This design comes from an exercise in tuning for small area, a short achievable clock period and few clock cycles on the open sky130 flow, not from production work. At most, simulation tests tie the RTL to the original design; equivalence was not proved. The RTL of runs 1 and 2 was laid out without a check of its function.

`flow/run.sh`:
```
#!/bin/bash
# The standard layout (the standard.sh, unchanged synthesis and steps), with
# one change: the port buffers that global placement inserts on every input and
# output are sky130_fd_sc_hd__buf_2 cells instead of the delay buffers
# (clkdlybuf4s50_1) that buffer_ports picks by default. The make output goes to
# standard.log; each ORFS step writes its own log under orfs/logs/.
set -euo pipefail
export BUFFER_PORTS_ARGS="-buffer_cell sky130_fd_sc_hd__buf_2"
bash standard.sh > standard.log 2>&1
```
`standard.sh`:
```
#!/bin/bash
# synth_recipe.tcl (not shown) runs the flow's synth.tcl, then flattens the netlist and writes it again
# the make line also repeats each setting of config.mk as NAME=value (left out here)
make -C /OpenROAD-flow-scripts/flow DESIGN_CONFIG=/design/flow/config.mk WORK_HOME=/design/flow/orfs CLKGATE_MAP_FILE= SYNTH_SCRIPT=/design/flow/synth_recipe.tcl "${@:-finish}"
```
`config.mk`:
```
export PLATFORM = sky130hd
export DESIGN_NAME = dec_unit
export DESIGN_NICKNAME = dec_unit
export VERILOG_FILES = /design/flow/design.v
export SDC_FILE = /design/flow/constraint.sdc
export NUM_CORES = 8
export LEC_CHECK = 0
export ABC_AREA = 1
export CAP_MARGIN = 30
export CORE_MARGIN = 2
export CORE_UTILIZATION = 40
export PLACE_DENSITY = 0.6
export SLEW_MARGIN = 30
```
`constraint.sdc`:
```
create_clock -name core_clock -period 80.0 [get_ports {clk}]
set_input_delay 16.0000 -clock core_clock [delete_from_list [all_inputs] [get_ports {clk}]]
set_output_delay 16.0000 -clock core_clock [all_outputs]
set_load 0.01 [all_outputs]
```
`design.v`:
```
module dec_unit (
    input  wire         clk,
    input  wire         rst,         
    input  wire         in_valid,
    output wire         in_ready,
    input  wire [2:0]   op,          
    input  wire [2:0]   size,        
    input  wire [2:0]   dmode,       
    input  wire [4:0]   digits,      
    input  wire [127:0] a,           
    input  wire [127:0] m,           
    output reg          out_valid,
    output reg  [127:0] result,
    output reg  [127:0] breakage,
    output reg          flag_n,
    output reg          flag_z,
    output reg          flag_c,
    output reg          flag_v,
    output reg          dov,
    output reg          ddata
);
    localparam OP_DAD  = 3'd0, OP_DSB  = 3'd1, OP_DMUL = 3'd2, OP_DRND = 3'd3,
               OP_DCMP = 3'd4, OP_DVAL = 3'd5, OP_DCVB = 3'd6, OP_BCVD = 3'd7;
    function [3:0] m5;
        input [3:0] d;
        begin
            m5[3] = d[3] | (d[2] & (d[1] | d[0]));
            m5[2] = (d[2] & ~d[1] & ~d[0]) | (d[3] & d[0]);
            m5[1] = (d[1] & d[0]) | (d[1] & ~d[2]) | (d[3] & ~d[0]);
            m5[0] = (d[0] & ~d[2] & ~d[3]) | (d[2] & d[1] & ~d[0]) | (d[3] & ~d[0]);
        end
    endfunction
    function [127:0] bcd_add;
        input [127:0] x;
        input [127:0] y;
        input         cin;
        integer k;
        reg [4:0]  z;
        reg [3:0]  h, hm;
        reg [31:0] g, p;
        reg [32:0] c;
        reg [31:0] gg, pp;
        reg        c1, c2, c3;
        reg [127:0] zz;
        reg [31:0]  zc;
        begin
            for (k = 0; k < 32; k = k + 1) begin
                z[0] = x[4*k] ^ y[4*k];
                c1   = x[4*k] & y[4*k];
                z[1] = x[4*k+1] ^ y[4*k+1] ^ c1;
                c2   = (x[4*k+1] & y[4*k+1]) | (c1 & (x[4*k+1] ^ y[4*k+1]));
                z[2] = x[4*k+2] ^ y[4*k+2] ^ c2;
                c3   = (x[4*k+2] & y[4*k+2]) | (c2 & (x[4*k+2] ^ y[4*k+2]));
                z[3] = x[4*k+3] ^ y[4*k+3] ^ c3;
                z[4] = (x[4*k+3] & y[4*k+3]) | (c3 & (x[4*k+3] ^ y[4*k+3]));
                g[k] = z[4] | (z[3] & (z[2] | z[1]));
                p[k] = z[3] & ~z[2] & ~z[1] & z[0];
                zz[4*k +: 4] = z[4:1];
                zc[k] = z[0];
            end
            gg = g;
            pp = p;
            gg[1] = gg[1] | (pp[1] & gg[0]); pp[1] = pp[1] & pp[0];
            gg[3] = gg[3] | (pp[3] & gg[2]); pp[3] = pp[3] & pp[2];
            gg[5] = gg[5] | (pp[5] & gg[4]); pp[5] = pp[5] & pp[4];
            gg[7] = gg[7] | (pp[7] & gg[6]); pp[7] = pp[7] & pp[6];
            gg[9] = gg[9] | (pp[9] & gg[8]); pp[9] = pp[9] & pp[8];
            gg[11] = gg[11] | (pp[11] & gg[10]); pp[11] = pp[11] & pp[10];
            gg[13] = gg[13] | (pp[13] & gg[12]); pp[13] = pp[13] & pp[12];
            gg[15] = gg[15] | (pp[15] & gg[14]); pp[15] = pp[15] & pp[14];
            gg[17] = gg[17] | (pp[17] & gg[16]); pp[17] = pp[17] & pp[16];
            gg[19] = gg[19] | (pp[19] & gg[18]); pp[19] = pp[19] & pp[18];
            gg[21] = gg[21] | (pp[21] & gg[20]); pp[21] = pp[21] & pp[20];
            gg[23] = gg[23] | (pp[23] & gg[22]); pp[23] = pp[23] & pp[22];
            gg[25] = gg[25] | (pp[25] & gg[24]); pp[25] = pp[25] & pp[24];
            gg[27] = gg[27] | (pp[27] & gg[26]); pp[27] = pp[27] & pp[26];
            gg[29] = gg[29] | (pp[29] & gg[28]); pp[29] = pp[29] & pp[28];
            gg[31] = gg[31] | (pp[31] & gg[30]); pp[31] = pp[31] & pp[30];
            gg[3] = gg[3] | (pp[3] & gg[1]); pp[3] = pp[3] & pp[1];
            gg[7] = gg[7] | (pp[7] & gg[5]); pp[7] = pp[7] & pp[5];
            gg[11] = gg[11] | (pp[11] & gg[9]); pp[11] = pp[11] & pp[9];
            gg[15] = gg[15] | (pp[15] & gg[13]); pp[15] = pp[15] & pp[13];
            gg[19] = gg[19] | (pp[19] & gg[17]); pp[19] = pp[19] & pp[17];
            gg[23] = gg[23] | (pp[23] & gg[21]); pp[23] = pp[23] & pp[21];
            gg[27] = gg[27] | (pp[27] & gg[25]); pp[27] = pp[27] & pp[25];
            gg[31] = gg[31] | (pp[31] & gg[29]); pp[31] = pp[31] & pp[29];
            gg[7] = gg[7] | (pp[7] & gg[3]); pp[7] = pp[7] & pp[3];
            gg[15] = gg[15] | (pp[15] & gg[11]); pp[15] = pp[15] & pp[11];
            gg[23] = gg[23] | (pp[23] & gg[19]); pp[23] = pp[23] & pp[19];
            gg[31] = gg[31] | (pp[31] & gg[27]); pp[31] = pp[31] & pp[27];
            gg[15] = gg[15] | (pp[15] & gg[7]); pp[15] = pp[15] & pp[7];
            gg[31] = gg[31] | (pp[31] & gg[23]); pp[31] = pp[31] & pp[23];
            gg[31] = gg[31] | (pp[31] & gg[15]); pp[31] = pp[31] & pp[15];
            gg[23] = gg[23] | (pp[23] & gg[15]); pp[23] = pp[23] & pp[15];
            gg[11] = gg[11] | (pp[11] & gg[7]); pp[11] = pp[11] & pp[7];
            gg[19] = gg[19] | (pp[19] & gg[15]); pp[19] = pp[19] & pp[15];
            gg[27] = gg[27] | (pp[27] & gg[23]); pp[27] = pp[27] & pp[23];
            gg[5] = gg[5] | (pp[5] & gg[3]); pp[5] = pp[5] & pp[3];
            gg[9] = gg[9] | (pp[9] & gg[7]); pp[9] = pp[9] & pp[7];
            gg[13] = gg[13] | (pp[13] & gg[11]); pp[13] = pp[13] & pp[11];
            gg[17] = gg[17] | (pp[17] & gg[15]); pp[17] = pp[17] & pp[15];
            gg[21] = gg[21] | (pp[21] & gg[19]); pp[21] = pp[21] & pp[19];
            gg[25] = gg[25] | (pp[25] & gg[23]); pp[25] = pp[25] & pp[23];
            gg[29] = gg[29] | (pp[29] & gg[27]); pp[29] = pp[29] & pp[27];
            gg[2] = gg[2] | (pp[2] & gg[1]); pp[2] = pp[2] & pp[1];
            gg[4] = gg[4] | (pp[4] & gg[3]); pp[4] = pp[4] & pp[3];
            gg[6] = gg[6] | (pp[6] & gg[5]); pp[6] = pp[6] & pp[5];
            gg[8] = gg[8] | (pp[8] & gg[7]); pp[8] = pp[8] & pp[7];
            gg[10] = gg[10] | (pp[10] & gg[9]); pp[10] = pp[10] & pp[9];
            gg[12] = gg[12] | (pp[12] & gg[11]); pp[12] = pp[12] & pp[11];
            gg[14] = gg[14] | (pp[14] & gg[13]); pp[14] = pp[14] & pp[13];
            gg[16] = gg[16] | (pp[16] & gg[15]); pp[16] = pp[16] & pp[15];
            gg[18] = gg[18] | (pp[18] & gg[17]); pp[18] = pp[18] & pp[17];
            gg[20] = gg[20] | (pp[20] & gg[19]); pp[20] = pp[20] & pp[19];
            gg[22] = gg[22] | (pp[22] & gg[21]); pp[22] = pp[22] & pp[21];
            gg[24] = gg[24] | (pp[24] & gg[23]); pp[24] = pp[24] & pp[23];
            gg[26] = gg[26] | (pp[26] & gg[25]); pp[26] = pp[26] & pp[25];
            gg[28] = gg[28] | (pp[28] & gg[27]); pp[28] = pp[28] & pp[27];
            gg[30] = gg[30] | (pp[30] & gg[29]); pp[30] = pp[30] & pp[29];
            c[0] = cin;
            for (k = 0; k < 32; k = k + 1)
                c[k+1] = gg[k] | (pp[k] & cin);
            for (k = 0; k < 32; k = k + 1) begin
                h  = zz[4*k +: 4] + {3'd0, zc[k] & c[k]};
                hm = m5(h);
                bcd_add[4*k +: 4] = {hm[2:0], zc[k] ^ c[k]};
            end
        end
    endfunction
    function [123:0] nines;
        input [123:0] x;
        integer k;
        begin
            for (k = 0; k < 31; k = k + 1)
                nines[4*k +: 4] = {~(x[4*k+3] | x[4*k+2] | x[4*k+1]),
                                   x[4*k+2] ^ x[4*k+1], x[4*k+1], ~x[4*k]};
        end
    endfunction
    function [127:0] bcd_dbl;
        input [127:0] x;
        integer k;
        reg [3:0] t;
        reg c;
        begin
            c = 1'b0;
            for (k = 0; k < 32; k = k + 1) begin
                t = m5(x[4*k +: 4]);
                bcd_dbl[4*k +: 4] = {t[2:0], c};
                c = t[3];
            end
        end
    endfunction
    function [3:0] h5;
        input       o;
        input [2:0] q;
        begin
            h5[3] = o & (q[2] | (q[1] & q[0]));
            h5[2] = o ? ~(q[2] | (q[1] & q[0])) : q[2];
            h5[1] = o ? (q[1] ^ q[0]) : q[1];
            h5[0] = o ^ q[0];
        end
    endfunction
    function [127:0] bcd_x5;
        input [127:0] x;
        integer k;
        begin
            bcd_x5[3:0] = {1'b0, x[0], 1'b0, x[0]};
            for (k = 1; k < 32; k = k + 1)
                bcd_x5[4*k +: 4] = h5(x[4*k], x[4*k-1 -: 3]);
        end
    endfunction
    function [75:0] dabble;
        input [75:0] dd;
        input        b;
        integer k;
        reg [3:0] t;
        reg c;
        begin
            c = b;
            for (k = 0; k < 19; k = k + 1) begin
                t = m5(dd[4*k +: 4]);
                dabble[4*k +: 4] = {t[2:0], c};
                c = t[3];
            end
        end
    endfunction
    reg         v1;            
    reg         first;         
    reg         first_mul, first_cvb, first_bcvd;   
    reg         rdy;
    reg [2:0]   op1;
    reg         is_dsb, is_mul, is_rnd, is_cmp, is_cvb, is_bcvd, addsub, ext;
    reg         n3, n7, n15, n31;    
    reg [2:0]   dm1;
    reg [4:0]   dg1;
    reg [127:0] a1;
    reg [127:0] m1;
    reg [2:0]   ptr;           
    reg         a_lost;        
    reg         sw_r;          
    assign in_ready = rdy;
    wire in_cvb  = (op == OP_DCVB);
    wire in_bcvd = (op == OP_BCVD);
    wire in_n31  = in_bcvd | (in_cvb ? (size == 3'd4) : (size >= 3'd4));
    wire in_n15  = in_n31 | in_cvb | (size == 3'd3);
    wire in_n7   = in_n15 | (size == 3'd2);
    wire in_n3   = in_n7  | (size == 3'd1);
    wire [30:0] sz_zone = {{16{size >= 3'd4}}, {8{size >= 3'd3}}, {4{size >= 3'd2}},
                           {2{size != 3'd0}}, 1'b1};
    wire [30:0] a_zone  = sz_zone | {16'd0, {15{in_cvb}}} | {31{in_bcvd}};
    reg  [123:0] m_mask, a_mask;
    integer zi;
    always @* begin
        for (zi = 0; zi < 31; zi = zi + 1) begin
            m_mask[4*zi +: 4] = {4{sz_zone[zi]}};
            a_mask[4*zi +: 4] = {4{a_zone[zi]}};
        end
    end
    wire [30:0] dmaskn = {{16{n31}}, {8{n15}}, {4{n7}}, {2{n3}}, 1'b1};
    reg  [123:0] nmask;
    integer ki;
    always @* begin
        for (ki = 0; ki < 31; ki = ki + 1)
            nmask[4*ki +: 4] = {4{dmaskn[ki]}};
    end
    wire [123:0] A  = a1[127:4];
    wire [123:0] M  = m1[127:4];
    wire         sw1 = first_mul & sw_r;
    wire [123:0] X  = sw1 ? M : A;
    wire [123:0] Y  = sw1 ? A : M;
    wire a_neg = (a1[3:0] == 4'hB) || (a1[3:0] == 4'hD);
    wire m_neg = (m1[3:0] == 4'hB) || (m1[3:0] == 4'hD);
    reg a_bad_digit, m_bad_digit;
    reg [30:0] nz_a, nz_m;       
    integer di;
    always @* begin
        a_bad_digit = 1'b0;
        m_bad_digit = 1'b0;
        for (di = 0; di < 31; di = di + 1) begin
            if (X[4*di+3] & (X[4*di+2] | X[4*di+1])) a_bad_digit = 1'b1;
            if (Y[4*di+3] & (Y[4*di+2] | Y[4*di+1])) m_bad_digit = 1'b1;
            nz_a[di] = |X[4*di +: 4];
            nz_m[di] = |Y[4*di +: 4];
        end
    end
    wire a_bad_sign = (a1[3:0] < 4'hA);
    wire m_bad_sign = (m1[3:0] < 4'hA);
    wire a_bad = a_bad_digit | a_bad_sign;
    wire m_bad = m_bad_digit | m_bad_sign;
    wire a_zero = ~|nz_a;
    wire m_zero = ~|nz_m;
    wire trap = first & (((addsub | is_mul) & (a_bad | m_bad)) |
                         ((is_rnd | is_cvb) & a_bad));
    reg  [30:0] in_nz_a, in_nz_m;
    integer si;
    always @* begin
        for (si = 0; si < 31; si = si + 1) begin
            in_nz_a[si] = |a[4*si+4 +: 4];
            in_nz_m[si] = |m[4*si+4 +: 4];
        end
    end
    wire [30:0] mz_a = in_nz_a & sz_zone;
    wire [30:0] mz_m = in_nz_m & sz_zone;
    wire [7:0]  in_blk_a = {|mz_a[30:28], |mz_a[27:24], |mz_a[23:20], |mz_a[19:16],
                            |mz_a[15:12], |mz_a[11:8], |mz_a[7:4], |mz_a[3:0]};
    wire [7:0]  in_blk_m = {|mz_m[30:28], |mz_m[27:24], |mz_m[23:20], |mz_m[19:16],
                            |mz_m[15:12], |mz_m[11:8], |mz_m[7:4], |mz_m[3:0]};
    reg in_swap;
    integer sj;
    always @* begin
        in_swap = 1'b0;
        for (si = 0; si < 8; si = si + 1) begin
            if (in_blk_m[si] & ~|(in_blk_a >> si))
                in_swap = 1'b1;
        end
    end
    wire mul_short  = ~|mz_m[30:1] | (~|mz_a[30:1] & (|mz_m[30:4] | ~mz_a[0]));
    wire [30:0] cz_a = in_nz_a & {{16{size == 3'd4}}, 15'h7fff};
    wire [7:0]  cvb_blk = {|cz_a[30:28], |cz_a[27:24], |cz_a[23:20], |cz_a[19:16],
                           |cz_a[15:12], |cz_a[11:8], |cz_a[7:4], |cz_a[3:0]};
    wire [2:0]  cvb_top = cvb_blk[7] ? 3'd7 : cvb_blk[6] ? 3'd6 : cvb_blk[5] ? 3'd5 :
                          cvb_blk[4] ? 3'd4 : cvb_blk[3] ? 3'd3 : cvb_blk[2] ? 3'd2 :
                          cvb_blk[1] ? 3'd1 : 3'd0;
    wire cvb_short  = ~|cvb_blk[7:1];
    wire bcvd_short = a[63] ? (&a[63:8] & |a[7:0]) : ~|a[63:8];
    wire in_short   = (op == OP_DMUL) ? mul_short :
                      (op == OP_DCVB) ? cvb_short :
                      (op == OP_BCVD) ? bcvd_short : 1'b1;
    reg [30:0] dlow;             
    integer ri;
    always @* begin
        for (ri = 0; ri < 31; ri = ri + 1)
            dlow[ri] = (ri < dg1);
    end
    reg [123:0] dmask;           
    reg [127:0] u_vec;
    reg [31:0]  dsel;            
    reg [30:0]  ge5, eq5, odd;   
    always @* begin
        for (ri = 0; ri < 32; ri = ri + 1)
            dsel[ri] = (dg1 == ri);
        for (ri = 0; ri < 31; ri = ri + 1) begin
            dmask[4*ri +: 4] = {4{dlow[ri]}};
            ge5[ri] = X[4*ri+3] | (X[4*ri+2] & (X[4*ri+1] | X[4*ri]));
            eq5[ri] = ~X[4*ri+3] & X[4*ri+2] & ~X[4*ri+1] & X[4*ri];
            odd[ri] = X[4*ri];
        end
        u_vec = 128'd0;
        for (ri = 0; ri < 32; ri = ri + 1)
            u_vec[4*ri] = dsel[ri];
    end
    wire         below_nz = |(nz_a[29:0] & dlow[30:1]);
    wire         rem_nz  = |(nz_a & dlow);
    wire         g_ge    = |(ge5 & dsel[31:1]);      
    wire         g_eq    = |(eq5 & dsel[31:1]);      
    wire         lo_odd  = |(odd & dsel[30:0]);
    wire         h_gt    = (g_ge & ~g_eq) | (g_eq & below_nz);
    wire         h_eq    = g_eq & ~below_nz;
    wire         h_ge    = g_ge;
    wire [31:0]  dmaskx  = {1'b0, dmaskn};
    wire         d_lt_n  = dmaskx[dg1];         
    reg          up_m;
    always @* begin
        case (dm1)
            3'd1:    up_m = 1'b0;
            3'd2:    up_m = ~a_neg & rem_nz;
            3'd3:    up_m = a_neg & rem_nz;
            3'd4:    up_m = h_ge;
            default: up_m = h_gt | (h_eq & lo_odd);
        endcase
    end
    wire up = up_m & d_lt_n & is_rnd;
    wire [3:0]   dig  = Y[3:0];
    wire [127:0] x1   = {4'd0, X};
    wire [127:0] x2   = bcd_dbl(x1);
    wire [127:0] x4   = bcd_dbl(x2);
    wire [127:0] x5   = bcd_x5(x1);
    reg  [127:0] mp1, mp2;
    always @* begin
        case (dig)
            4'd1, 4'd3:       mp1 = x1;
            4'd4, 4'd6, 4'd8: mp1 = x4;
            4'd5, 4'd7, 4'd9: mp1 = x5;
            default:          mp1 = 128'd0;
        endcase
        case (dig)
            4'd2, 4'd3, 4'd6, 4'd7: mp2 = x2;
            4'd8, 4'd9:             mp2 = x4;
            default:                mp2 = 128'd0;
        endcase
    end
    wire subm   = is_cmp | (a_neg ^ m_neg ^ is_dsb);
    wire [123:0] nX = nines(X);
    wire [123:0] nY = nines(Y);
    wire         bneg  = a1[63];
    wire [63:0]  bsrc  = bneg ? (64'd0 - a1[63:0]) : a1[63:0];
    reg  [7:0]   blk_b;
    integer bi;
    always @* begin
        for (bi = 0; bi < 8; bi = bi + 1)
            blk_b[bi] = |bsrc[8*bi +: 8];
    end
    reg  [2:0] top;
    integer ti;
    always @* begin
        top = 3'd0;
        for (ti = 1; ti < 8; ti = ti + 1)
            if (blk_b[ti]) top = ti[2:0];
    end
    wire [2:0] blk  = first_bcvd ? top : ptr;
    wire       last = (blk == 3'd0);
    wire [7:0]  bbyte = bsrc[{blk, 3'b000} +: 8];
    wire [75:0] dd0   = first_bcvd ? 76'd0 : result[79:4];
    wire [75:0] dd1 = dabble(dd0, bbyte[7]);
    wire [75:0] dd2 = dabble(dd1, bbyte[6]);
    wire [75:0] dd3 = dabble(dd2, bbyte[5]);
    wire [75:0] dd4 = dabble(dd3, bbyte[4]);
    wire [75:0] dd5 = dabble(dd4, bbyte[3]);
    wire [75:0] dd6 = dabble(dd5, bbyte[2]);
    wire [75:0] dd7 = dabble(dd6, bbyte[1]);
    wire [75:0] dd8 = dabble(dd7, bbyte[0]);
    wire [123:0] acc = first_mul ? 124'd0 : result[127:4];
    wire [127:0] p2  = is_mul ? mp1 : {4'd0, nX & (is_rnd ? dmask : {124{1'b1}})};
    wire [127:0] q2  = is_mul ? mp2 : {4'd0, Y & {124{~is_rnd}}};
    wire [127:0] s2  = bcd_add(p2, q2, ~is_mul);
    wire [127:0] p1  = is_mul  ? {4'd0, acc} :
                                 {4'd0, X & (is_rnd ? ~dmask : {124{1'b1}})};
    wire [127:0] q1  = is_mul ? s2 :
                       (({128{addsub}} & {4'd0, subm ? nY : Y}) |
                        ({128{up}} & u_vec));
    wire         c1  = addsub & subm;
    wire [127:0] s1  = bcd_add(p1, q1, c1);
    wire [127:0] Xc    = {4'd0, X};
    wire [15:0]  chunk = Xc[{blk, 4'b0000} +: 16];
    wire [13:0]  cval  = chunk[3:0] + chunk[7:4] * 4'd10 + chunk[11:8] * 7'd100 +
                         chunk[15:12] * 10'd1000;
    wire [63:0]  bin0  = first_cvb ? 64'd0 : result[63:0];
    wire [63:0]  t1    = (bin0 << 13) | 64'd256;
    wire [63:0]  t2    = bin0 << 11;
    wire [63:0]  t3    = (~bin0) << 8;
    wire [63:0]  t4    = bin0 << 4;
    wire [63:0]  t5    = {50'd0, cval} ^ {64{a_neg}};
    wire [63:0]  u1s   = t1 ^ t2 ^ t3;
    wire [63:0]  u1c   = ((t1 & t2) | (t1 & t3) | (t2 & t3)) << 1;
    wire [63:0]  u2s   = u1s ^ u1c ^ t4;
    wire [63:0]  u2c   = ((u1s & u1c) | (u1s & t4) | (u1c & t4)) << 1;
    wire [63:0]  u3s   = u2s ^ u2c ^ t5;
    wire [63:0]  u3c   = ((u2s & u2c) | (u2s & t5) | (u2c & t5)) << 1;
    wire [63:0]  bin1  = u3s + u3c + {63'd0, a_neg};
    wire         cv_hi = |X[123:76];
    wire         cv_gt = (X[75:0] > 76'h9223372036854775808);
    wire         cv_eq = (X[75:0] == 76'h9223372036854775808);
    wire         cv_v  = ext & (cv_hi | cv_gt | (cv_eq & ~a_neg));
    wire         ge      = s1[124];                   
    wire         use_s2  = addsub & subm & ~ge;
    wire [123:0] rmag    = (use_s2 ? s2[123:0] : s1[123:0]) & nmask;
    wire         rnz     = use_s2 | |(s1[123:0] & nmask);
    wire         r_over  = ~(addsub & subm) & |(s1 & ~{4'd0, nmask});
    wire         rneg    = is_mul ? (a_neg ^ m_neg) :
                           (addsub & subm & ~ge) ? (m_neg ^ is_dsb) : a_neg;
    wire [3:0]   rsign   = (rneg & rnz) ? 4'hD : 4'hC;
    wire [123:0] rem     = X & dmask;
    wire [123:0] bmag    = up ? s2[123:0] : rem;
    wire         bneg_r  = up ? ~a_neg : (a_neg & rem_nz);
    wire         mul_ovf = r_over | ((dig != 4'd0) & a_lost & ~first_mul);
    wire         v_mul   = (flag_v & ~first_mul) | mul_ovf;
    wire         a_sneg  = a_neg & ~a_zero;
    wire         m_sneg  = m_neg & ~m_zero;
    wire         mag_eq  = ~rnz;
    wire         cmp_eq  = (a_zero & m_zero) | ((a_sneg == m_sneg) & mag_eq);
    wire         cmp_lt  = ~cmp_eq & ((a_sneg & ~m_sneg) |
                                      ((a_sneg == m_sneg) & (a_sneg ? ge : ~ge)));
    wire         cmp_gt  = ~cmp_eq & ~cmp_lt;
    wire done      = trap | (is_mul ? ~|nz_m[30:1] : ((is_cvb | is_bcvd) ? last : 1'b1));
    wire done_next = is_mul ? ~|nz_m[30:2] : (blk == 3'd1);
    wire accept    = in_valid & rdy;
    always @(posedge clk) begin
        if (rst) begin
            v1        <= 1'b0;
            rdy       <= 1'b1;
            out_valid <= 1'b0;
            first     <= 1'b0;
            first_mul <= 1'b0;
            first_cvb <= 1'b0;
            first_bcvd <= 1'b0;
        end else begin
            out_valid <= v1 & done;
            first     <= accept;
            first_mul <= accept & (op == OP_DMUL);
            first_cvb <= accept & in_cvb;
            first_bcvd <= accept & in_bcvd;
            if (v1 & ~done) begin
                v1  <= 1'b1;
                rdy <= done_next;
            end else begin
                v1  <= accept;
                rdy <= ~accept | in_short;
            end
        end
    end
    always @(posedge clk) begin
        if (rdy) begin
            op1     <= op;
            is_dsb  <= (op == OP_DSB);
            is_mul  <= (op == OP_DMUL);
            is_rnd  <= (op == OP_DRND);
            is_cmp  <= (op == OP_DCMP);
            is_cvb  <= in_cvb;
            is_bcvd <= in_bcvd;
            addsub  <= (op == OP_DAD) | (op == OP_DSB) | (op == OP_DCMP);
            ext     <= (size == 3'd4);
            n3      <= in_n3;
            n7      <= in_n7;
            n15     <= in_n15;
            n31     <= in_n31;
            dm1 <= dmode;
            dg1 <= digits;
            a1  <= {a[127:4] & a_mask, a[3:0]};
            sw_r <= (op == OP_DMUL) & in_swap;
        end else if (is_mul) begin
            a1[127:4] <= {X[119:0], 4'd0};
        end
        if (rdy)
            m1 <= {m[127:4] & m_mask, m[3:0]};
        else
            m1 <= {4'd0, Y[123:4], m1[3:0]};
        ptr    <= rdy ? cvb_top : blk - 3'd1;
        a_lost <= (a_lost & ~first_mul) | (|X[123:120]);
    end
    always @(posedge clk) begin
        if (is_cvb)
            result <= {64'd0, bin1};
        else if (is_bcvd)
            result <= {48'd0, dd8, bneg ? 4'hD : 4'hC};
        else
            result <= {rmag, rsign};
        breakage <= {bmag, (bneg_r & |bmag) ? 4'hD : 4'hC};
        ddata    <= trap;
        case (op1)
            OP_DCMP: begin
                flag_n <= cmp_lt; flag_z <= cmp_eq; flag_c <= cmp_gt;
                flag_v <= 1'b0;   dov    <= 1'b0;
            end
            OP_DVAL: begin
                flag_n <= ~m_bad & m_neg & ~m_zero; flag_z <= ~m_bad;
                flag_c <= m_bad_digit;              flag_v <= m_bad_sign;
                dov    <= 1'b0;
            end
            OP_DCVB: begin
                flag_n <= bin1[63]; flag_z <= (bin1 == 64'd0); flag_c <= 1'b0;
                flag_v <= cv_v;     dov    <= 1'b0;
            end
            OP_BCVD: begin
                flag_n <= bneg; flag_z <= (a1[63:0] == 64'd0); flag_c <= 1'b0;
                flag_v <= 1'b0; dov    <= 1'b0;
            end
            OP_DMUL: begin
                flag_n <= rneg & rnz; flag_z <= ~rnz; flag_c <= 1'b0;
                flag_v <= v_mul;      dov    <= v_mul;
            end
            default: begin  
                flag_n <= rneg & rnz; flag_z <= ~rnz; flag_c <= 1'b0;
                flag_v <= r_over;     dov    <= r_over;
            end
        endcase
    end
endmodule
```
==> results of run 1 <==
[area by class of cell]
type	count	area [um2]
Multi-Input combinational cell	9696	58720
Clock buffer	109	2103
Antenna cell	53	132.6
Timing Repair Buffer	835	5016
Inverter	2502	9407
Clock inverter	26	302.8
Fill cell	22440	113000
Tap cell	2688	3363
Sequential cell	550	12580
[cells in the final DEF (no fill, tap or decap), drive strengths merged, types with 74 or more instances in the layout]
master  Yosys  routed
a211oi     83      83
a21oi     741     741
a22oi      74      74
a31oi     100     100
buf       115     834
clkbuf    381     110
dfxtp     394     394
edfxtp    156     156
fa        361     361
ha        517     517
inv      2479    2480
nand2    2117    2117
nand3     939     939
nand4     179     179
nor2     1633    1633
nor3      161     161
nor4      163     163
o211ai     97      97
o21ai    1355    1355
o221ai    112     112
o22ai     370     370
xnor2      75      75
xor2      181     181
[sequential cells by signal (all words and copies together), names as in the netlist, 3 cells and up]
signal,flops
m1,128
dg1,5
dm1,3
breakage,125
op1,3
ptr,3
a1,128
result,128
[worst min-delay path by stage]
stage                      to   start  depth (start not counted)
floorplan           out_valid      v1                          2
global placement       a_lost  a_lost                          2
detailed placement     a_lost  a_lost                          2
CTS                 out_valid      v1                          2
global route        out_valid      v1                          2
finish              out_valid      v1                          2
[metrics by stage]
stage / std cells / setup WS (ns) / cell area [um2]
after floorplan: 13250 / 62.38 / 82320
after global placement: 16270 / 60.96 / 88890
after detailed placement: 16270 / 60.79 / 88980
after CTS: 16400 / 61.08 / 91380
after global routing: 16420 / 59.69 / 91530
final: 16460 / 60.30 / 91630
[metal layers]
layer	vias up	routed length, um
met2	6804	206900
met1	47960	188600
met3	1791	62370
li1	45260	-
met5	-	360
met4	40	50150
[cell families after synthesis]
| group | after synthesis | synth area share, % |
|---|---|---|
| AOI/OAI and AO/OA | 3320 | 24.05 |
| adders and majority gates | 878 | 16.64 |
| buffers and inverters | 2999 | 13.94 |
| and+or+nand+nor | 5237 | 27.35 |
| DFF | 550 | 15.27 |
| other | 2 | 0.009124 |
| xor gates and xnor gates | 256 | 2.724 |
| muxes | 2 | 0.02432 |
[worst register-to-register path: cells and delay by family (launching register included)]
kind,cells,cell delay (ns)
DFF,1,0.49
adders and majority gates,12,3.43
buffers and inverters,16,5.15
AOI/OAI and AO/OA,16,5.16
and+or+nand+nor,24,4.35
xor gates and xnor gates,2,0.99
==> out/results.tsv, run 1 <==
metric	value	unit
vias per std cell	6.188	
P&R area growth vs syn	11.31	%
Reg-to-Reg Start	sw_r	
Main synth FF type	dfxtp_1	
gr usage total	46.63	%
final setup TNS	0	ns
share of cells above drive strength 1	9.003	%
grt ovf	0	
RSZ-0062 raised after global routing	no	
count leader, synth	inv_1	
Die Span Y	457.6	um
r2r endpoint	flag_n	
Ys Warns	1	
starting DRC count in detailed routing	15110	
IO Pins	537	
fin util	44.79	%
max-cap check violation count	0	
area of the mapped netlist	82310	um2
Worst-Margin Slew	1.260	ns
# setup viols final	0	
RD Place Congestion	1.154	
final hold violations	0	
max incr delay on CP	0.85	ns
DP HPWL	417300	um
CP max stage cell	buf_4	
cts repair resizes	0	
top post-synthesis cells by count	2454 x inv_1, 2054 x nand2_1, 1600 x nor2_1	
Slew Limit Headroom	15.72	%
CTS tree	built	
r2r setup slk	60.30	ns
status	no timing/DRC/antenna violations	
clk_skew	0.08553	ns
Yosys reg bits	550	
syn avg cell area	6.215	um2
Final #Nets	14810	
Initial Util	40.23	%
Die ar.	209400	um2
Post-synth EDFFs	156	
Fin Hold WS	0.4441	ns
Required @ worst endpoint	80.63	ns
row count	166	
top post-synthesis cells by area	inv_1 11%, dfxtp_1 9.6%, nand2_1 9.4%, fa_1 8.8%, ha_1 7.9%	
Worst Path Buf+Inv	16	
Mapped Cells	13240	
initial antenna violation count	65	
Die Wd	457.6	um
Avg WL per Cell	30.89	um
met3 usage	14.12	%
synth unique cells	86	
FMAX	50.77	MHz
WL final	508400	um
area fraction of the dominant cell type after synthesis	11.19	%
H-tree depth	3	
clock sink total	550	
core area	204600	um2
largest net degree at the start of global routing	220	
Max Transition Viols Final	0	
CTS max path bufs	3	
leading area contributor after synthesis	inv_1	
clk root buf	clkbuf_16	
CP delay by family, top	compound AO/OA/AOI/OAI gates	
reg2reg path depth	70	
met1 Usage GRT	56.59	%
Post CTS Setup Buffer Count	0	
fraction of registers with async set/reset	0	%
data arrival time of the worst path	20.33	ns
grt met2 use	67.89	%
drc violations	0	
CTS buffer count	73	
global-route wire length before repair	696800	um
IO buf count	533	
Crit. Startpoint	sw_r	
DRT antenna net count	0	
vias in the first global route	91650	
min cycle time layout	19.70	ns
Clock Pin Slew Worst Setup and Hold Paths	0.06	ns
DRT Pass-1 Iters	7	
Skew-Pair Late Insertion Delay	0.82	ns
CP Launch Type	register	
Final period util	24.62	%
CP endpoint kind	register	
Crit path depth	70	
via count	101900	
critical path class	reg2reg	
CTS Hold Buffers Added	0	
post-synthesis sequential area ratio	15.27	%
most frequent CP cell	inv_1	
worst hold path type	reg2reg	
GRT Max-Usage Layer	met2	
Critical Path Fanout Max	117	
end point of the critical path	flag_n	
==> run 2: changes to the inputs <==
--- a/design.v
+++ b/design.v
@@ -41,3 +41,2 @@
         reg [32:0] c;
-        reg [31:0] gg, pp;
         reg        c1, c2, c3;
@@ -60,4 +59,65 @@
             end
-            gg = g;
-            pp = p;
+            c[0] = cin;
+            for (k = 0; k < 32; k = k + 1)
+                c[k+1] = g[k] | (p[k] & c[k]);
+            for (k = 0; k < 32; k = k + 1) begin
+                h  = zz[4*k +: 4] + {3'd0, zc[k] & c[k]};
+                hm = m5(h);
+                bcd_add[4*k +: 4] = {hm[2:0], zc[k] ^ c[k]};
+            end
+        end
+    endfunction
+    function [123:0] nines;
+        input [123:0] x;
+        integer k;
+        begin
+            for (k = 0; k < 31; k = k + 1)
+                nines[4*k +: 4] = {~(x[4*k+3] | x[4*k+2] | x[4*k+1]),
+                                   x[4*k+2] ^ x[4*k+1], x[4*k+1], ~x[4*k]};
+        end
+    endfunction
+    function [127:0] bcd_dbl;
+        input [127:0] x;
+        integer k;
+        reg [3:0] t;
+        reg c;
+        begin
+            c = 1'b0;
+            for (k = 0; k < 32; k = k + 1) begin
+                t = m5(x[4*k +: 4]);
+                bcd_dbl[4*k +: 4] = {t[2:0], c};
+                c = t[3];
+            end
+        end
+    endfunction
+    function [3:0] h5;
+        input       o;
+        input [2:0] q;
+        begin
+            h5[3] = o & (q[2] | (q[1] & q[0]));
+            h5[2] = o ? ~(q[2] | (q[1] & q[0])) : q[2];
+            h5[1] = o ? (q[1] ^ q[0]) : q[1];
+            h5[0] = o ^ q[0];
+        end
+    endfunction
+    function [127:0] bcd_x5;
+        input [127:0] x;
+        integer k;
+        begin
+            bcd_x5[3:0] = {1'b0, x[0], 1'b0, x[0]};
+            for (k = 1; k < 32; k = k + 1)
+                bcd_x5[4*k +: 4] = h5(x[4*k], x[4*k-1 -: 3]);
+        end
+    endfunction
+    function [63:0] add64;
+        input [63:0] x;
+        input [63:0] y;
+        input        cin;
+        reg [63:0] gg, pp, hs;
+        reg [64:0] c;
+        integer k;
+        begin
+            hs = x ^ y;
+            gg = x & y;
+            pp = hs;
             gg[1] = gg[1] | (pp[1] & gg[0]); pp[1] = pp[1] & pp[0];
@@ -78,2 +138,18 @@
             gg[31] = gg[31] | (pp[31] & gg[30]); pp[31] = pp[31] & pp[30];
+            gg[33] = gg[33] | (pp[33] & gg[32]); pp[33] = pp[33] & pp[32];
+            gg[35] = gg[35] | (pp[35] & gg[34]); pp[35] = pp[35] & pp[34];
+            gg[37] = gg[37] | (pp[37] & gg[36]); pp[37] = pp[37] & pp[36];
+            gg[39] = gg[39] | (pp[39] & gg[38]); pp[39] = pp[39] & pp[38];
+            gg[41] = gg[41] | (pp[41] & gg[40]); pp[41] = pp[41] & pp[40];
+            gg[43] = gg[43] | (pp[43] & gg[42]); pp[43] = pp[43] & pp[42];
+            gg[45] = gg[45] | (pp[45] & gg[44]); pp[45] = pp[45] & pp[44];
+            gg[47] = gg[47] | (pp[47] & gg[46]); pp[47] = pp[47] & pp[46];
+            gg[49] = gg[49] | (pp[49] & gg[48]); pp[49] = pp[49] & pp[48];
+            gg[51] = gg[51] | (pp[51] & gg[50]); pp[51] = pp[51] & pp[50];
+            gg[53] = gg[53] | (pp[53] & gg[52]); pp[53] = pp[53] & pp[52];
+            gg[55] = gg[55] | (pp[55] & gg[54]); pp[55] = pp[55] & pp[54];
+            gg[57] = gg[57] | (pp[57] & gg[56]); pp[57] = pp[57] & pp[56];
+            gg[59] = gg[59] | (pp[59] & gg[58]); pp[59] = pp[59] & pp[58];
+            gg[61] = gg[61] | (pp[61] & gg[60]); pp[61] = pp[61] & pp[60];
+            gg[63] = gg[63] | (pp[63] & gg[62]); pp[63] = pp[63] & pp[62];
             gg[3] = gg[3] | (pp[3] & gg[1]); pp[3] = pp[3] & pp[1];
@@ -86,2 +162,10 @@
             gg[31] = gg[31] | (pp[31] & gg[29]); pp[31] = pp[31] & pp[29];
+            gg[35] = gg[35] | (pp[35] & gg[33]); pp[35] = pp[35] & pp[33];
+            gg[39] = gg[39] | (pp[39] & gg[37]); pp[39] = pp[39] & pp[37];
+            gg[43] = gg[43] | (pp[43] & gg[41]); pp[43] = pp[43] & pp[41];
+            gg[47] = gg[47] | (pp[47] & gg[45]); pp[47] = pp[47] & pp[45];
+            gg[51] = gg[51] | (pp[51] & gg[49]); pp[51] = pp[51] & pp[49];
+            gg[55] = gg[55] | (pp[55] & gg[53]); pp[55] = pp[55] & pp[53];
+            gg[59] = gg[59] | (pp[59] & gg[57]); pp[59] = pp[59] & pp[57];
+            gg[63] = gg[63] | (pp[63] & gg[61]); pp[63] = pp[63] & pp[61];
             gg[7] = gg[7] | (pp[7] & gg[3]); pp[7] = pp[7] & pp[3];
@@ -90,6 +174,17 @@
             gg[31] = gg[31] | (pp[31] & gg[27]); pp[31] = pp[31] & pp[27];
+            gg[39] = gg[39] | (pp[39] & gg[35]); pp[39] = pp[39] & pp[35];
+            gg[47] = gg[47] | (pp[47] & gg[43]); pp[47] = pp[47] & pp[43];
+            gg[55] = gg[55] | (pp[55] & gg[51]); pp[55] = pp[55] & pp[51];
+            gg[63] = gg[63] | (pp[63] & gg[59]); pp[63] = pp[63] & pp[59];
             gg[15] = gg[15] | (pp[15] & gg[7]); pp[15] = pp[15] & pp[7];
             gg[31] = gg[31] | (pp[31] & gg[23]); pp[31] = pp[31] & pp[23];
+            gg[47] = gg[47] | (pp[47] & gg[39]); pp[47] = pp[47] & pp[39];
+            gg[63] = gg[63] | (pp[63] & gg[55]); pp[63] = pp[63] & pp[55];
             gg[31] = gg[31] | (pp[31] & gg[15]); pp[31] = pp[31] & pp[15];
+            gg[63] = gg[63] | (pp[63] & gg[47]); pp[63] = pp[63] & pp[47];
+            gg[63] = gg[63] | (pp[63] & gg[31]); pp[63] = pp[63] & pp[31];
+            gg[47] = gg[47] | (pp[47] & gg[31]); pp[47] = pp[47] & pp[31];
             gg[23] = gg[23] | (pp[23] & gg[15]); pp[23] = pp[23] & pp[15];
+            gg[39] = gg[39] | (pp[39] & gg[31]); pp[39] = pp[39] & pp[31];
+            gg[55] = gg[55] | (pp[55] & gg[47]); pp[55] = pp[55] & pp[47];
             gg[11] = gg[11] | (pp[11] & gg[7]); pp[11] = pp[11] & pp[7];
@@ -97,2 +192,6 @@
             gg[27] = gg[27] | (pp[27] & gg[23]); pp[27] = pp[27] & pp[23];
+            gg[35] = gg[35] | (pp[35] & gg[31]); pp[35] = pp[35] & pp[31];
+            gg[43] = gg[43] | (pp[43] & gg[39]); pp[43] = pp[43] & pp[39];
+            gg[51] = gg[51] | (pp[51] & gg[47]); pp[51] = pp[51] & pp[47];
+            gg[59] = gg[59] | (pp[59] & gg[55]); pp[59] = pp[59] & pp[55];
             gg[5] = gg[5] | (pp[5] & gg[3]); pp[5] = pp[5] & pp[3];
@@ -104,2 +203,10 @@
             gg[29] = gg[29] | (pp[29] & gg[27]); pp[29] = pp[29] & pp[27];
+            gg[33] = gg[33] | (pp[33] & gg[31]); pp[33] = pp[33] & pp[31];
+            gg[37] = gg[37] | (pp[37] & gg[35]); pp[37] = pp[37] & pp[35];
+            gg[41] = gg[41] | (pp[41] & gg[39]); pp[41] = pp[41] & pp[39];
+            gg[45] = gg[45] | (pp[45] & gg[43]); pp[45] = pp[45] & pp[43];
+            gg[49] = gg[49] | (pp[49] & gg[47]); pp[49] = pp[49] & pp[47];
+            gg[53] = gg[53] | (pp[53] & gg[51]); pp[53] = pp[53] & pp[51];
+            gg[57] = gg[57] | (pp[57] & gg[55]); pp[57] = pp[57] & pp[55];
+            gg[61] = gg[61] | (pp[61] & gg[59]); pp[61] = pp[61] & pp[59];
             gg[2] = gg[2] | (pp[2] & gg[1]); pp[2] = pp[2] & pp[1];
@@ -119,52 +226,22 @@
             gg[30] = gg[30] | (pp[30] & gg[29]); pp[30] = pp[30] & pp[29];
+            gg[32] = gg[32] | (pp[32] & gg[31]); pp[32] = pp[32] & pp[31];
+            gg[34] = gg[34] | (pp[34] & gg[33]); pp[34] = pp[34] & pp[33];
+            gg[36] = gg[36] | (pp[36] & gg[35]); pp[36] = pp[36] & pp[35];
+            gg[38] = gg[38] | (pp[38] & gg[37]); pp[38] = pp[38] & pp[37];
+            gg[40] = gg[40] | (pp[40] & gg[39]); pp[40] = pp[40] & pp[39];
+            gg[42] = gg[42] | (pp[42] & gg[41]); pp[42] = pp[42] & pp[41];
+            gg[44] = gg[44] | (pp[44] & gg[43]); pp[44] = pp[44] & pp[43];
+            gg[46] = gg[46] | (pp[46] & gg[45]); pp[46] = pp[46] & pp[45];
+            gg[48] = gg[48] | (pp[48] & gg[47]); pp[48] = pp[48] & pp[47];
+            gg[50] = gg[50] | (pp[50] & gg[49]); pp[50] = pp[50] & pp[49];
+            gg[52] = gg[52] | (pp[52] & gg[51]); pp[52] = pp[52] & pp[51];
+            gg[54] = gg[54] | (pp[54] & gg[53]); pp[54] = pp[54] & pp[53];
+            gg[56] = gg[56] | (pp[56] & gg[55]); pp[56] = pp[56] & pp[55];
+            gg[58] = gg[58] | (pp[58] & gg[57]); pp[58] = pp[58] & pp[57];
+            gg[60] = gg[60] | (pp[60] & gg[59]); pp[60] = pp[60] & pp[59];
+            gg[62] = gg[62] | (pp[62] & gg[61]); pp[62] = pp[62] & pp[61];
             c[0] = cin;
-            for (k = 0; k < 32; k = k + 1)
+            for (k = 0; k < 64; k = k + 1)
                 c[k+1] = gg[k] | (pp[k] & cin);
-            for (k = 0; k < 32; k = k + 1) begin
-                h  = zz[4*k +: 4] + {3'd0, zc[k] & c[k]};
-                hm = m5(h);
-                bcd_add[4*k +: 4] = {hm[2:0], zc[k] ^ c[k]};
-            end
-        end
-    endfunction
-    function [123:0] nines;
-        input [123:0] x;
-        integer k;
-        begin
-            for (k = 0; k < 31; k = k + 1)
-                nines[4*k +: 4] = {~(x[4*k+3] | x[4*k+2] | x[4*k+1]),
-                                   x[4*k+2] ^ x[4*k+1], x[4*k+1], ~x[4*k]};
-        end
-    endfunction
-    function [127:0] bcd_dbl;
-        input [127:0] x;
-        integer k;
-        reg [3:0] t;
-        reg c;
-        begin
-            c = 1'b0;
-            for (k = 0; k < 32; k = k + 1) begin
-                t = m5(x[4*k +: 4]);
-                bcd_dbl[4*k +: 4] = {t[2:0], c};
-                c = t[3];
-            end
-        end
-    endfunction
-    function [3:0] h5;
-        input       o;
-        input [2:0] q;
-        begin
-            h5[3] = o & (q[2] | (q[1] & q[0]));
-            h5[2] = o ? ~(q[2] | (q[1] & q[0])) : q[2];
-            h5[1] = o ? (q[1] ^ q[0]) : q[1];
-            h5[0] = o ^ q[0];
-        end
-    endfunction
-    function [127:0] bcd_x5;
-        input [127:0] x;
-        integer k;
-        begin
-            bcd_x5[3:0] = {1'b0, x[0], 1'b0, x[0]};
-            for (k = 1; k < 32; k = k + 1)
-                bcd_x5[4*k +: 4] = h5(x[4*k], x[4*k-1 -: 3]);
+            add64 = hs ^ c[63:0];
         end
@@ -188,3 +265,2 @@
     reg         first;         
-    reg         first_mul, first_cvb, first_bcvd;   
     reg         rdy;
@@ -199,3 +275,2 @@
     reg         a_lost;        
-    reg         sw_r;          
     assign in_ready = rdy;
@@ -207,13 +282,2 @@
     wire in_n3   = in_n7  | (size == 3'd1);
-    wire [30:0] sz_zone = {{16{size >= 3'd4}}, {8{size >= 3'd3}}, {4{size >= 3'd2}},
-                           {2{size != 3'd0}}, 1'b1};
-    wire [30:0] a_zone  = sz_zone | {16'd0, {15{in_cvb}}} | {31{in_bcvd}};
-    reg  [123:0] m_mask, a_mask;
-    integer zi;
-    always @* begin
-        for (zi = 0; zi < 31; zi = zi + 1) begin
-            m_mask[4*zi +: 4] = {4{sz_zone[zi]}};
-            a_mask[4*zi +: 4] = {4{a_zone[zi]}};
-        end
-    end
     wire [30:0] dmaskn = {{16{n31}}, {8{n15}}, {4{n7}}, {2{n3}}, 1'b1};
@@ -227,5 +291,5 @@
     wire [123:0] M  = m1[127:4];
-    wire         sw1 = first_mul & sw_r;
-    wire [123:0] X  = sw1 ? M : A;
-    wire [123:0] Y  = sw1 ? A : M;
+    wire [123:0] mk = (first | ~is_mul) ? nmask : {124{1'b1}};
+    wire [123:0] X  = A & mk;
+    wire [123:0] Y  = M & mk;
     wire a_neg = (a1[3:0] == 4'hB) || (a1[3:0] == 4'hD);
@@ -234,2 +298,3 @@
     reg [30:0] nz_a, nz_m;       
+    reg [7:0] blk_a, blk_m;      
     integer di;
@@ -244,2 +309,8 @@
         end
+        for (di = 0; di < 7; di = di + 1) begin
+            blk_a[di] = |nz_a[4*di +: 4];
+            blk_m[di] = |nz_m[4*di +: 4];
+        end
+        blk_a[7] = |nz_a[30:28];
+        blk_m[7] = |nz_m[30:28];
     end
@@ -249,41 +320,14 @@
     wire m_bad = m_bad_digit | m_bad_sign;
-    wire a_zero = ~|nz_a;
-    wire m_zero = ~|nz_m;
+    wire a_zero = ~|blk_a;
+    wire m_zero = ~|blk_m;
     wire trap = first & (((addsub | is_mul) & (a_bad | m_bad)) |
                          ((is_rnd | is_cvb) & a_bad));
-    reg  [30:0] in_nz_a, in_nz_m;
+    reg [7:0] sfx_a;
     integer si;
     always @* begin
-        for (si = 0; si < 31; si = si + 1) begin
-            in_nz_a[si] = |a[4*si+4 +: 4];
-            in_nz_m[si] = |m[4*si+4 +: 4];
-        end
+        sfx_a[7] = blk_a[7];
+        for (si = 6; si >= 0; si = si - 1)
+            sfx_a[si] = sfx_a[si+1] | blk_a[si];
     end
-    wire [30:0] mz_a = in_nz_a & sz_zone;
-    wire [30:0] mz_m = in_nz_m & sz_zone;
-    wire [7:0]  in_blk_a = {|mz_a[30:28], |mz_a[27:24], |mz_a[23:20], |mz_a[19:16],
-                            |mz_a[15:12], |mz_a[11:8], |mz_a[7:4], |mz_a[3:0]};
-    wire [7:0]  in_blk_m = {|mz_m[30:28], |mz_m[27:24], |mz_m[23:20], |mz_m[19:16],
-                            |mz_m[15:12], |mz_m[11:8], |mz_m[7:4], |mz_m[3:0]};
-    reg in_swap;
-    integer sj;
-    always @* begin
-        in_swap = 1'b0;
-        for (si = 0; si < 8; si = si + 1) begin
-            if (in_blk_m[si] & ~|(in_blk_a >> si))
-                in_swap = 1'b1;
-        end
-    end
-    wire mul_short  = ~|mz_m[30:1] | (~|mz_a[30:1] & (|mz_m[30:4] | ~mz_a[0]));
-    wire [30:0] cz_a = in_nz_a & {{16{size == 3'd4}}, 15'h7fff};
-    wire [7:0]  cvb_blk = {|cz_a[30:28], |cz_a[27:24], |cz_a[23:20], |cz_a[19:16],
-                           |cz_a[15:12], |cz_a[11:8], |cz_a[7:4], |cz_a[3:0]};
-    wire [2:0]  cvb_top = cvb_blk[7] ? 3'd7 : cvb_blk[6] ? 3'd6 : cvb_blk[5] ? 3'd5 :
-                          cvb_blk[4] ? 3'd4 : cvb_blk[3] ? 3'd3 : cvb_blk[2] ? 3'd2 :
-                          cvb_blk[1] ? 3'd1 : 3'd0;
-    wire cvb_short  = ~|cvb_blk[7:1];
-    wire bcvd_short = a[63] ? (&a[63:8] & |a[7:0]) : ~|a[63:8];
-    wire in_short   = (op == OP_DMUL) ? mul_short :
-                      (op == OP_DCVB) ? cvb_short :
-                      (op == OP_BCVD) ? bcvd_short : 1'b1;
+    wire swap = first & is_mul & |(blk_m & ~sfx_a);
     reg [30:0] dlow;             
@@ -355,3 +399,12 @@
     wire         bneg  = a1[63];
-    wire [63:0]  bsrc  = bneg ? (64'd0 - a1[63:0]) : a1[63:0];
+    reg  [63:0]  bsrc;
+    reg          bseen;
+    integer bk;
+    always @* begin
+        bseen = 1'b0;
+        for (bk = 0; bk < 64; bk = bk + 1) begin
+            bsrc[bk] = a1[bk] ^ (bneg & bseen);
+            bseen    = bseen | a1[bk];
+        end
+    end
     reg  [7:0]   blk_b;
@@ -362,2 +415,3 @@
     end
+    wire [7:0] tb_in = is_bcvd ? blk_b : blk_a;
     reg  [2:0] top;
@@ -367,8 +421,8 @@
         for (ti = 1; ti < 8; ti = ti + 1)
-            if (blk_b[ti]) top = ti[2:0];
+            if (tb_in[ti]) top = ti[2:0];
     end
-    wire [2:0] blk  = first_bcvd ? top : ptr;
+    wire [2:0] blk  = first ? top : ptr;
     wire       last = (blk == 3'd0);
     wire [7:0]  bbyte = bsrc[{blk, 3'b000} +: 8];
-    wire [75:0] dd0   = first_bcvd ? 76'd0 : result[79:4];
+    wire [75:0] dd0   = first ? 76'd0 : result[79:4];
     wire [75:0] dd1 = dabble(dd0, bbyte[7]);
@@ -381,3 +435,3 @@
     wire [75:0] dd8 = dabble(dd7, bbyte[0]);
-    wire [123:0] acc = first_mul ? 124'd0 : result[127:4];
+    wire [123:0] acc = first ? 124'd0 : result[127:4];
     wire [127:0] p2  = is_mul ? mp1 : {4'd0, nX & (is_rnd ? dmask : {124{1'b1}})};
@@ -396,3 +450,3 @@
                          chunk[15:12] * 10'd1000;
-    wire [63:0]  bin0  = first_cvb ? 64'd0 : result[63:0];
+    wire [63:0]  bin0  = first ? 64'd0 : result[63:0];
     wire [63:0]  t1    = (bin0 << 13) | 64'd256;
@@ -408,3 +462,3 @@
     wire [63:0]  u3c   = ((u2s & u2c) | (u2s & t5) | (u2c & t5)) << 1;
-    wire [63:0]  bin1  = u3s + u3c + {63'd0, a_neg};
+    wire [63:0]  bin1  = add64(u3s, u3c, a_neg);
     wire         cv_hi = |X[123:76];
@@ -424,4 +478,4 @@
     wire         bneg_r  = up ? ~a_neg : (a_neg & rem_nz);
-    wire         mul_ovf = r_over | ((dig != 4'd0) & a_lost & ~first_mul);
-    wire         v_mul   = (flag_v & ~first_mul) | mul_ovf;
+    wire         mul_ovf = r_over | ((dig != 4'd0) & a_lost & ~first);
+    wire         v_mul   = (flag_v & ~first) | mul_ovf;
     wire         a_sneg  = a_neg & ~a_zero;
@@ -433,5 +487,6 @@
     wire         cmp_gt  = ~cmp_eq & ~cmp_lt;
-    wire done      = trap | (is_mul ? ~|nz_m[30:1] : ((is_cvb | is_bcvd) ? last : 1'b1));
-    wire done_next = is_mul ? ~|nz_m[30:2] : (blk == 3'd1);
+    wire done      = trap | (is_mul ? (~swap & ~|nz_m[30:1]) : ((is_cvb | is_bcvd) ? last : 1'b1));
+    wire done_next = is_mul ? (swap ? ~|nz_a[30:1] : ~|nz_m[30:2]) : (blk == 3'd1);
     wire accept    = in_valid & rdy;
+    wire multi_in  = (op == OP_DMUL) | (op == OP_DCVB) | (op == OP_BCVD);
     always @(posedge clk) begin
@@ -442,11 +497,5 @@
             first     <= 1'b0;
-            first_mul <= 1'b0;
-            first_cvb <= 1'b0;
-            first_bcvd <= 1'b0;
         end else begin
             out_valid <= v1 & done;
-            first     <= accept;
-            first_mul <= accept & (op == OP_DMUL);
-            first_cvb <= accept & in_cvb;
-            first_bcvd <= accept & in_bcvd;
+            first     <= accept | (v1 & swap & ~trap);
             if (v1 & ~done) begin
@@ -456,3 +505,3 @@
                 v1  <= accept;
-                rdy <= ~accept | in_short;
+                rdy <= ~(accept & multi_in);
             end
@@ -477,4 +526,5 @@
             dg1 <= digits;
-            a1  <= {a[127:4] & a_mask, a[3:0]};
-            sw_r <= (op == OP_DMUL) & in_swap;
+            a1  <= a;
+        end else if (swap) begin
+            a1 <= {Y, m1[3:0]};
         end else if (is_mul) begin
@@ -483,7 +533,9 @@
         if (rdy)
-            m1 <= {m[127:4] & m_mask, m[3:0]};
+            m1 <= m;
+        else if (swap)
+            m1 <= {X, a1[3:0]};
         else
             m1 <= {4'd0, Y[123:4], m1[3:0]};
-        ptr    <= rdy ? cvb_top : blk - 3'd1;
-        a_lost <= (a_lost & ~first_mul) | (|X[123:120]);
+        ptr    <= blk - 3'd1;
+        a_lost <= (a_lost & ~first) | (|X[123:120]);
     end
==> run 2 against run 1 <==
- routed wire length is 15% lower
- area after synthesis is 5.3% lower
- setup slack worse by 0.62 ns
- still clean on timing, DRC and antenna
- clock skew is 0.0052 ns lower
- first-iteration DRC count is 20% lower
- cell count is 7.1% lower
==> out/results.tsv, run 2 <==
metric	value	unit	change
global-route wire length before repair	609600	um	-13%
top post-synthesis cells by count	2081 x inv_1, 2019 x nand2_1, 1674 x nor2_1		
core area	194400	um2	-5.0%
RD Place Congestion	1.090		-5.6%
Yosys reg bits	546		-0.73%
Die ar.	198500	um2	-5.2%
FMAX	49.23	MHz	-3.0%
max-cap check violation count	0		unchanged
Final period util	25.39	%	+0.77 points
drc violations	0		unchanged
Worst-Margin Slew	1.242	ns	-0.01716 ns
Skew-Pair Late Insertion Delay	0.81	ns	about the same
gr usage total	41.86	%	-4.8 points
CP Launch Type	register		
commonest non-fill, non-tap cells in the layout	2077 x inv_1, 2015 x nand2_1, 1657 x nor2_1		
syn avg cell area	6.307	um2	+1.5%
P&R area growth vs syn	10.92	%	
clk_skew	0.08033	ns	-0.005201 ns
CTS Hold Buffers Added	0		unchanged
vias in the first global route	88190		-3.8%
fraction of registers with async set/reset	0	%	unchanged
row count	162		-2.4%
Final WS setup	59.69	ns	-0.6183 ns
synth unique cells	79		-8.1%
cts repair resizes	0		unchanged
IO Pins	537		unchanged
data arrival time of the worst path	21.01	ns	+0.68 ns
Mapped Cells	12360		-6.6%
clock sink total	546		-0.73%
Avg WL per Cell	28.16	um	-8.8%
critical path class	reg2reg		
final setup TNS	0	ns	unchanged
share of cells above drive strength 1	8.412	%	-0.59 points
CTS tree	built		
Die Wd	445.5	um	-2.6%
max incr delay on CP	0.72	ns	-0.13 ns
DP Area	83670	um2	-6.0%
IO buf count	533		unchanged
Place WS	60.57	ns	-0.2185 ns
Max Transition Viols Final	0		unchanged
area of the mapped netlist	77980	um2	-5.3%
clk root buf	clkbuf_16		
grt ovf	0		unchanged
top post-synthesis cells by area	dfxtp_1 10%, inv_1 10%, nand2_1 9.7%, fa_1 9.3%, ha_1 8.7%		
worst hold path type	reg2reg		
CTS buffer count	79		+8.2%
count leader, synth	inv_1		
commonest non-fill, non-tap cell in the layout	inv_1		
WL final	430700	um	-15%
initial antenna violation count	27		-58%
starting DRC count in detailed routing	12080		-20%
RSZ-0062 raised after global routing	no		
min cycle time layout	20.31	ns	+0.6183 ns
top flop regs	a1 (128), m1 (128), result (128)		
Ys Warns	1		unchanged
vias per std cell	6.105		-1.4%
Critical Path Fanout Max	79		-32%
area fraction of the dominant cell type after synthesis	10.04	%	-1.2 points
most frequent CP cell	nand2_1		
Main synth FF type	dfxtp_1		
via count	93360		-8.3%
DRT antenna net count	0		unchanged
largest net degree at the start of global routing	135		-39%
H-tree depth	3		unchanged
DP HPWL	338400	um	-19%
Clock Pin Slew Worst Setup and Hold Paths	0.06	ns	about the same
CP max stage cell	o21ai_0		
CTS max path bufs	3		unchanged
post-synthesis sequential area ratio	16.01	%	+0.73 points
DRT Pass-1 Iters	14		+7
final hold violations	0		unchanged
Post-synth EDFFs	155		-0.64%
CP endpoint kind	register		
Slew Limit Headroom	16.41	%	+0.69 points
Initial Util	40.12	%	-0.12 points
Required @ worst endpoint	80.69	ns	+0.06 ns
cell area after layout	86490	um2	-5.6%
leading area contributor after synthesis	dfxtp_1		
# setup viols final	0		unchanged
status	no timing/DRC/antenna violations		
Die Span Y	445.5	um	-2.6%
Post CTS Setup Buffer Count	0		unchanged
Final #Nets	13860		-6.4%
==> run 2: cell type report <==
cell class | count | area, um2
fillers | 20500 | 107900
multi-input cells | 9185 | 55770
flip-flops and latches | 546 | 12490
inverters | 2135 | 8040
repair buffers | 732 | 4249
well taps | 2542 | 3181
clock buffers | 104 | 2300
clock inverters | 41 | 437.9
diodes | 9 | 22.52
==> run 2: final timing paths <==
kind / start / to / slack (ns) / cells past startpoint
setup reg to reg: is_mul / flag_z / 59.69 / 80
hold / removal: v1 / out_valid / 0.48 / 2
hold reg to reg: v1 / out_valid / 0.48 / 2
setup / recovery: is_mul / flag_z / 59.69 / 80
==> run 2: cell families after synthesis <==
group,Yosys count,share of synthesized area [%]
other,2,0.009631
AND/OR/NAND/NOR,4740,25.37
buffers and inverters,2634,12.78
adder cells (fa/ha/maj),904,17.98
AO/OA/AOI/OAI,3254,24.65
XOR/XNOR,284,3.199
flip-flops,546,16.01
==> run 2: worst max-delay path, delay by kind of cell, from the launching register on <==
kind / cells / cell delay [ns]
DFF: 1 / 0.52
buffers and inverters: 19 / 4.36
AOI/OAI and AO/OA: 18 / 4.67
adders and majority gates: 8 / 2.85
and+or+nand+nor: 31 / 6.50
xor gates and xnor gates: 4 / 1.12
==> run 2: per-stage QoR <==
step	hold WS, ns	util (%)	instances
after floorplan	0.4364	-	12370
after global placement	0.4543	42.99	15140
after detailed placement	0.4660	43.04	15140
after CTS	0.4743	44.45	15280
after global routing	0.5111	44.49	15290
final	0.4759	44.50	15290
==> run 2: routing by layer <==
layer | vias to the layer above | global-route usage (%) | wire [um]
met5 | - | 0.1465 | 153
met2 | 5827 | 63.23 | 181300
met1 | 44270 | 51.42 | 164400
met4 | 20 | 31.61 | 39160
met3 | 1405 | 10.15 | 45700
li1 | 41850 | - | -
==> run 3: changes to the inputs <==
--- a/design.v
+++ b/design.v
@@ -488,3 +488,5 @@
     wire done      = trap | (is_mul ? (~swap & ~|nz_m[30:1]) : ((is_cvb | is_bcvd) ? last : 1'b1));
-    wire done_next = is_mul ? (swap ? ~|nz_a[30:1] : ~|nz_m[30:2]) : (blk == 3'd1);
+    wire skip      = ~nz_m[1];
+    wire done_next = is_mul ? (swap ? ~|nz_a[30:1] : skip ? ~|nz_m[30:3] : ~|nz_m[30:2]) :
+                              (blk == 3'd1);
     wire accept    = in_valid & rdy;
@@ -530,3 +532,3 @@
         end else if (is_mul) begin
-            a1[127:4] <= {X[119:0], 4'd0};
+            a1[127:4] <= skip ? {X[115:0], 8'd0} : {X[119:0], 4'd0};
         end
@@ -537,5 +539,5 @@
         else
-            m1 <= {4'd0, Y[123:4], m1[3:0]};
+            m1 <= skip ? {8'd0, Y[123:8], m1[3:0]} : {4'd0, Y[123:4], m1[3:0]};
         ptr    <= blk - 3'd1;
-        a_lost <= (a_lost & ~first) | (|X[123:120]);
+        a_lost <= (a_lost & ~first) | (|X[123:120]) | (skip & |X[119:116]);
     end
==> run 3 against run 2 <==
- first-iteration DRC count is 31% higher
- register-to-register slack better by 2.1 ns
- via count grew 12%
- largest cell class unchanged
- core utilization is 0.69 points higher
- design area up 4.3%
- clock skew increased by 0.015 ns
- die area grew 3.0%
- highest routed layer unchanged
==> out/results.tsv, run 3 <==
metric	value	unit	change
main combinational cell family by area after synthesis	compound AO/OA/AOI/OAI gates		
drc violations	0		unchanged
post-synthesis adder-cell area fraction	17.46	%	-0.52 points
share of cells above drive strength 1	9.303	%	+0.89 points
via count	104900		+12%
top post-synthesis cells by area	nand2_1 10%, inv_1 10%, dfxtp_1 9.7%, fa_1 9.0%, ha_1 8.5%		
largest net degree at the start of global routing	190		+41%
vias per std cell	6.552		+7.3%
vias in the first global route	99730		+13%
most frequent CP cell	nand2_1		
Die Span Y	452.2	um	+1.5%
initial antenna violation count	77		+190%
final hold violations	0		unchanged
leading area contributor after synthesis	nand2_1		
Skew-Pair Late Insertion Delay	0.85	ns	+0.04 ns
critical path class	reg2reg		
CTS max path bufs	3		unchanged
H-tree depth	3		unchanged
WL final	573000	um	+33%
CP Launch Type	register		
cts repair resizes	0		unchanged
Max Transition Viols Final	0		unchanged
Mapped Cells	12800		+3.6%
DRT Pass-1 Iters	10		-4
P&R area growth vs syn	12.28	%	
Slew Limit Headroom	15.29	%	-1.1 points
top post-synthesis cells by count	2198 x nand2_1, 2152 x inv_1, 1556 x nor2_1		
area of the mapped netlist	80350	um2	+3.0%
Die Wd	452.2	um	+1.5%
Worst-Margin Slew	1.271	ns	+0.02829 ns
global-route wire length before repair	789600	um	+30%
RSZ-0062 raised after global routing	no		
IO Pins	537		unchanged
Critical Path Fanout Max	101		+28%
mux contribution to synthesized area	0	%	unchanged
CTS Hold Buffers Added	0		unchanged
CP endpoint kind	register		
data arrival time of the worst path	18.91	ns	-2.10 ns
FMAX	54.91	MHz	+12%
clock sink total	546		unchanged
Post-synth EDFFs	155		unchanged
post-synthesis sequential area ratio	15.53	%	-0.47 points
final setup TNS	0	ns	unchanged
max incr delay on CP	0.92	ns	+0.20 ns
Synth Area in XOR/XNOR	3.074	%	-0.13 points
Required @ worst endpoint	80.70	ns	about the same
clk root buf	clkbuf_16		
core area	199700	um2	+2.7%
CTS buffer count	74		-6.3%
Clock Pin Slew Worst Setup and Hold Paths	0.08	ns	+0.02 ns
syn avg cell area	6.276	um2	-0.49%
CP delay by family, top	compound AO/OA/AOI/OAI gates		
Final #Nets	14380		+3.8%
Initial Util	40.24	%	+0.13 points
area fraction of the dominant cell type after synthesis	10.27	%	+0.23 points
Ys Warns	1		unchanged
status	no timing/DRC/antenna violations		
worst hold path type	reg2reg		
# setup viols final	0		unchanged
top flop regs	a1 (128), m1 (128), result (128)		
post-synthesis simple-gate area fraction	25.23	%	-0.15 points
Post CTS Setup Buffer Count	0		unchanged
Die ar.	204500	um2	+3.0%
Final period util	22.76	%	-2.6 points
starting DRC count in detailed routing	15860		+31%
gr usage total	55.06	%	+13 points
Avg WL per Cell	35.81	um	+27%
CP max stage cell	o21ai_0		
[run 3: kinds of logic (layout without fill, tap and decap cells)]
| kind of cell | Yosys count | in the layout |
|---|---|---|
| other cells | 2 | 85 |
| simple gates | 4854 | 4854 |
| flops | 546 | 546 |
| fa+ha+maj | 905 | 905 |
| compound gates | 3431 | 3431 |
| buf+inv | 2783 | 3244 |
| xor+xnor | 282 | 282 |
[run 3: worst paths after layout]
kind | slack, ns | startpoint | cells after the start | endpoint
worst max register to register | 61.79 | is_mul | 75 | flag_n
worst min register to register | 0.54 | v1 | 2 | out_valid
worst min-delay path | 0.54 | v1 | 2 | out_valid
worst max-delay path | 61.79 | is_mul | 75 | flag_n
[run 3: cell type report]
cell class	count	area [um2]
Antenna cell	82	205.2
Clock buffer	92	2022
Clock inverter	43	610.6
Fill cell	21200	109400
Inverter	2226	8381
Multi-Input combinational cell	9475	57790
Sequential cell	546	12490
Tap cell	2656	3323
Timing Repair Buffer	883	5390
[run 3: layer usage]
layer	vias to the layer above	part of all wire (%)	global-route usage, %
li1	43750	-	-
met1	49130	32	55.04
met2	8480	42	81.22
met3	3450	12	24.53
met4	40	14	60.23
met5	-	0.12	3.055
[run 3: worst min-delay path, stage by stage (launching register included)]
cell     delay, ns
dfxtp_1       0.31
nand2_1       0.10
nor2_1        0.07
[run 3: through the flow]
stage	cell area (um2)	hold WS, ns	util, %	cells	setup slack, ns
after floorplan	80350	0.4170	-	12800	62.87
after global placement	87020	0.4703	43.58	15780	62.66
after detailed placement	87120	0.4870	43.64	15780	62.58
after CTS	89760	0.4967	44.96	15910	62.28
after global routing	90080	0.5118	45.12	15950	60.93
final	90220	0.5391	45.19	16000	61.79
Testbench counts of run 3, summed over its fixed seeds: cycles 6,086.

## re-timing with driven ports
How much do the figures lean on ideal ports? The routed layouts below were timed once more, with nothing changed but the port constraints. Step 1 assumes that a clkbuf_16 drives the clock port and a buf_2 every other input. Step 2 times the ports against the registers' clock, not the clock port: input delays grow and output delays shrink by t, the midpoint of the rising clock arrivals with the driver on. a / b / c = no drivers / after step 1 / after step 2; a / b = the first two.
run | shift t [ns] | setup WS [ns] | worst setup path after step 2 | worst register clock-pin slew, ns | worst data-port slew with drivers (ns)
run 1 | 0.889 | 60.304 / 60.304 / 60.304 | register to register | 0.07 / 0.07 | 0.15
run 2 | 0.869 | 59.685 / 59.685 / 59.685 | register to register | 0.09 / 0.09 | 0.09
run 3 | 0.907 | 61.789 / 61.789 / 61.789 | register to register | 0.08 / 0.08 | 0.10
After both steps every run listed still meets setup and hold.
